Background: an optimization exercise with open tools, aiming at small area, a short achievable clock period and few clock cycles per item. Do not read the settings as production practice.
Function was checked by simulation only, so behaviour that the tests miss may differ from the original.
Power and IR drop assume default switching activity.

Design slot_decoder, start of the top module:
module slot_decoder (
    input  wire        clk,
    input  wire        rst,
    input  wire [31:0] ovf_cap,
    input  wire        in_valid,
    output wire        in_ready,
    input  wire [63:0] in_data,
    output reg         out_valid,
    input  wire        out_ready,
    output reg         out_last,
    output reg  [2:0]  out_kind,
    output reg  [1:0]  out_row,
    output reg  [3:0]  out_col,
    output reg  [31:0] out_data
);
For scale: about 4000 cells after synthesis, about 480 flip-flops, roughly 140 I/O pins.
make LEC_CHECK=0 CAP_MARGIN=20 CORE_MARGIN=2 CORE_UTILIZATION=30 PLACE_DENSITY=0.5 SETUP_SLACK_MARGIN=5 SLEW_MARGIN=20 finish   # period 10.0 ns
run.sh (not shown) runs the stock make flow with config.mk's settings and CLKGATE_MAP_FILE= SYNTH_SCRIPT=/design/flow/synth_recipe.tcl, a recipe that flattens the netlist after the stock synthesis.
Testbench counts at the start, summed over its fixed seeds: cycles 178,267, slots 2,400.
Rerun with:
--- a/flow/design.v
+++ b/flow/design.v
@@ -262,18 +262,14 @@
         endcase
     end
     wire raw_pop = (st == S_RAW) && in_ovf && p_push && cnt[0];
     wire dec_pop = dec_go && wcross && wrem != 3'd0;
     wire pop     = raw_pop || dec_pop;
     reg [7:0]  pcol [0:3];   
     reg [2:0]  rk;           
-    reg        pd_v;         
-    reg        pd_rng;
-    reg [2:0]  pd_ek;
-    wire [2:0] pd_kind = pd_rng ? K_RANGE : pd_ek;
     wire [1:0] pred = hdr[6:5];
     wire [7:0] seed = hdr[15:8];
     reg [1:0]  ab_t;
     reg [5:0]  ab_c;
     reg [7:0]  ab_x0, ab_x1;     
     reg [9:0]  ab_m2, ab_m3;     
     reg [1:0]  ab_bad;
@@ -320,15 +316,14 @@
             in_ovf    <= 1'b0;
             qn        <= 2'd0;
             hv        <= 1'b0;
             st        <= S_IDLE;
             rr_v      <= 1'b0;
             ab_v      <= 1'b0;
             rk        <= 3'd0;
-            pd_v      <= 1'b0;
             out_valid <= 1'b0;
         end else begin
             if (take_hdr) begin
                 hdr    <= in_data;
                 hdr_v  <= 1'b1;
                 in_rem <= 6'd7;
                 in_ovf <= 1'b0;
@@ -486,41 +481,37 @@
                     ab_x1  <= a_p1[7:0];
                     ab_bad <= {a_p1[8], a_p0[8]};
                 end else if (rr_t == T_RAW) begin
                     ab_x0  <= rm0[7:0];
                     ab_x1  <= rm1[7:0];
                 end
             end
-            if (pd_v) begin
-                pd_v <= 1'b0;
-                if (rk == 3'd0) rk <= pd_kind;
-            end
             if (advance) begin
                 out_valid <= ab_v;
                 if (ab_v) begin
                     out_last <= (ab_t == T_STS);
                     case (ab_t)
                     T_ROW: begin
                         out_row   <= b_y;
                         out_col   <= ab_c[5:2];
                         out_data  <= {b_p3[7:0], b_p2[7:0], ab_x1, ab_x0};
                         pcol[b_y] <= b_p3[7:0];
-                        pd_v      <= 1'b1;
-                        pd_rng    <= row_range;
-                        pd_ek     <= ab_ek;
+                        if (rk == 3'd0) begin
+                            if (row_range)            rk <= K_RANGE;
+                            else if (ab_ek != 3'd0)   rk <= ab_ek;
+                        end
                     end
                     T_RAW: begin
                         out_row  <= ab_c[5:4];
                         out_col  <= ab_c[3:0];
                         out_data <= {ab_m3[7:0], ab_m2[7:0], ab_x1, ab_x0};
                     end
                     default: begin
-                        out_kind <= (rk != 3'd0) ? rk : (pd_v && pd_kind != 3'd0) ? pd_kind : ab_ek;
+                        out_kind <= (rk != 3'd0) ? rk : ab_ek;
                         rk       <= 3'd0;
-                        pd_v     <= 1'b0;
                     end
                     endcase
                 end
             end
         end
     end
 endmodule
What happened: Wire length goes down by 3.0%; die area goes down by 0.32%; non-clock buffer count goes up by 24; synthesized cell count goes down by 2.6%; sequential cell count goes down by 5.
Testbench counts after the change, summed over its fixed seeds: cycles 178,267, slots 2,400.

---

slot_decoder, a different RTL version from the one above (not shown whole).
Size in the first run: roughly 5,200 cells after synthesis, roughly 480 flip-flops, ~140 I/O pins.
make LEC_CHECK=0 ABC_AREA=1 CAP_MARGIN=20 CORE_MARGIN=2 CORE_UTILIZATION=45 PLACE_DENSITY=0.65 SETUP_SLACK_MARGIN=5 SLEW_MARGIN=20 finish   # period 10.0 ns
Testbench counts at the start, summed over its fixed seeds: cycles 177,687, slots 2,400.
Change:
--- a/flow/design.v
+++ b/flow/design.v
@@ -154,16 +154,12 @@
             if (!hd[f_i]) nb = f_i[3:0];
         fz[nb] = 1'b1;
     end
     wire escape = fz[15];
     reg [24:0] s_oh;         
     reg [9:0]  sm;
-    function [9:0] rfast;
-        input [1:0] fm;
-        rfast = (fm == 2'd1) ? 10'h3FF : (fm == 2'd2) ? 10'd1 : 10'd0;
-    endfunction
     integer n_i;
     always @* begin
         s_oh = 25'd0;
         sm   = 10'd0;
         if (zero_len) begin
             s_oh[0] = 1'b1;
@@ -176,29 +172,14 @@
                     s_oh[n_i + 1 + kk] = 1'b1;
                     sm = sm | ((n_i << kk) | ((hd >> (n_i + 1)) & ((10'd1 << kk) - 10'd1)));
                 end
         end
     end
     wire [4:0] s_len = zero_len ? 5'd0 : escape ? 5'd24 : {1'b0, nb} + {2'd0, kk} + 5'd1;
-    reg [15:0] s_gt, s_ge;   
-    reg [12:0] f_ge;         
-    integer h_i;
-    always @* begin
-        for (h_i = 0; h_i < 15; h_i = h_i + 1) begin
-            s_gt[h_i] = ({1'b0, p6} + h_i + 1 + kk) > 7'd64;
-            s_ge[h_i] = ({1'b0, p6} + h_i + 1 + kk) >= 7'd64;
-        end
-        s_gt[15] = ({1'b0, p6} + 7'd24) > 7'd64;
-        s_ge[15] = ({1'b0, p6} + 7'd24) >= 7'd64;
-        for (h_i = 0; h_i < 13; h_i = h_i + 1)
-            f_ge[h_i] = ({1'b0, p6} + h_i) >= 7'd64;
-    end
-    wire s_past  = !zero_len && ((fz & s_gt) != 16'd0);
-    wire s_leave = !zero_len && ((fz & s_ge) != 16'd0);
-    wire s_over  = (wrem == 3'd0) ? !zero_len : (wrem == 3'd1 && s_past);
-    wire [9:0] s_r = sm[0] ? ~{1'b0, sm[9:1]} : {1'b0, sm[9:1]};
+    wire [6:0] s_end = {1'b0, p6} + {2'd0, s_len};
+    wire s_over  = (wrem == 3'd0) ? !zero_len : (wrem == 3'd1 && s_end > 7'd64);
     wire bad_esc = escape && !zero_len && hd[23:15] == 9'h1FF;
     wire dec_go = (st == S_DEC) && hv && avail && rr_free;
     wire s_err  = s_over || bad_esc;
     reg [3:0] f_len;         
     integer c_i;
     always @* begin
@@ -207,13 +188,13 @@
             if (f_end[c_i]) f_len = f_len | c_i[3:0];
     end
     wire [4:0]  c_bin = fast ? {1'b0, f_len} : s_len;
     wire [47:0] eh_sh = eh >> c_bin;
     wire [23:0] hd_nx = eh_sh[23:0];
     wire [6:0] ptr_nx = ptr + {2'd0, c_bin};
-    wire       wcross = fast ? ((f_end & f_ge) != 13'd0) : s_leave;    
+    wire       wcross = ptr_nx[6] != ptr[6];    
     wire [2:0] cur_w = 3'd0 - wrem;
     wire pad_bad = any1 && wrem != 3'd0 &&
                    (last1[8:6] > cur_w || (last1[8:6] == cur_w && last1[5:0] >= p6));
     function [15:0] crc16_4bytes;    
         input [15:0] c_in;
         input [31:0] d;
@@ -309,13 +290,13 @@
         input [7:0] sd;
         input       ul;
         input       uu;
         reg   [11:0] r, a, b, s;
         reg          chain, avg;
         begin
-            r = {{2{mm[9]}}, mm};
+            r = mm[0] ? ~{3'b000, mm[9:1]} : {3'b000, mm[9:1]};
             chain = (pr != 2'd3) && (ul || (!uu && pr != 2'd1));
             avg   = (pr == 2'd2) && !ul && !uu;
             a = chain ? {4'd0, lf} : {4'd0, (pr == 2'd3) ? sd : up};
             b = avg ? ({4'd0, up} + {r[10:0], 1'b0}) : r;
             s = a + b;
             if (avg) pix = {s[11] | s[10] | s[9], s[8:1]};
@@ -448,35 +429,35 @@
                         if (ri <= 2'd1) rm1 <= 10'd0;
                         if (ri <= 2'd2) rm2 <= 10'd0;
                         rm3 <= 10'd0;
                     end else begin
                         case (ri)
                         2'd0: begin
-                            rm0 <= rfast(fm0);
-                            if (nz2) rm1 <= rfast(fm1);
-                            if (nz3) rm2 <= rfast(fm2);
-                            if (nz4) rm3 <= rfast(fm3);
+                            rm0 <= {8'd0, fm0};
+                            if (nz2) rm1 <= {8'd0, fm1};
+                            if (nz3) rm2 <= {8'd0, fm2};
+                            if (nz4) rm3 <= {8'd0, fm3};
                         end
                         2'd1: begin
-                            rm1 <= rfast(fm0);
-                            if (nz2) rm2 <= rfast(fm1);
-                            if (nz3) rm3 <= rfast(fm2);
+                            rm1 <= {8'd0, fm0};
+                            if (nz2) rm2 <= {8'd0, fm1};
+                            if (nz3) rm3 <= {8'd0, fm2};
                         end
                         2'd2: begin
-                            rm2 <= rfast(fm0);
-                            if (nz2) rm3 <= rfast(fm1);
+                            rm2 <= {8'd0, fm0};
+                            if (nz2) rm3 <= {8'd0, fm1};
                         end
-                        default: rm3 <= rfast(fm0);
+                        default: rm3 <= {8'd0, fm0};
                         endcase
                     end
                 end else begin
                     case (ri)
-                    2'd0: rm0 <= s_r;
-                    2'd1: rm1 <= s_r;
-                    2'd2: rm2 <= s_r;
-                    default: rm3 <= s_r;
+                    2'd0: rm0 <= sm;
+                    2'd1: rm1 <= sm;
+                    2'd2: rm2 <= sm;
+                    default: rm3 <= sm;
                     endcase
                 end
             end
             if (p_push) begin
                 rr_v  <= 1'b1;
                 rr_t  <= p_t;
The changed run finished clean.
Clock skew increases by 8.2 ps.
Utilization decreases by 0.50 points.
Non-clock buffer count falls by 20.
Design area came out lower by a few percent.
Wire length falls by roughly a tenth.
Power drops by a few percent.
Synthesized cell count falls by a little under a tenth.
Testbench counts after the change, summed over its fixed seeds: cycles 177,687, slots 2,400.

## separate check: timing with driven ports
In the flow no input, the clock included, has a driving cell. The finished layouts below were timed again as built, in two steps.
Step 1 assumes that a clkbuf_16 drives the clock port and a buf_2 every other input.
Step 2 also shifts input and output timing later by t, the mid clock arrival at the registers, as if the neighbouring blocks saw the same clock.
Slacks: ideal ports / drivers / drivers and shift; pairs: ideal ports / drivers.
run | t (ns) | setup WS [ns] | worst setup path at the end | clock arrival spread, ns | worst data-port slew with drivers (ns)
the first run of note 1 | 0.714 | 4.836 / 4.836 / 4.384 | input to register | 0.023 / 0.023 | 0.05
the second run of note 1 | 0.701 | 4.749 / 4.749 / 4.344 | input to register | 0.070 / 0.070 | 0.05
the first run of note 2 | 0.695 | 4.739 / 4.739 / 4.207 | input to register | 0.044 / 0.045 | 0.08
the second run of note 2 | 0.689 | 4.825 / 4.825 / 4.229 | input to register | 0.049 / 0.050 | 0.12
After both steps setup and hold are still met in every run listed. The setup slack of the second run of note 2, which loses most, moves by 0.000 ns with the drivers and by -0.596 ns with both steps.
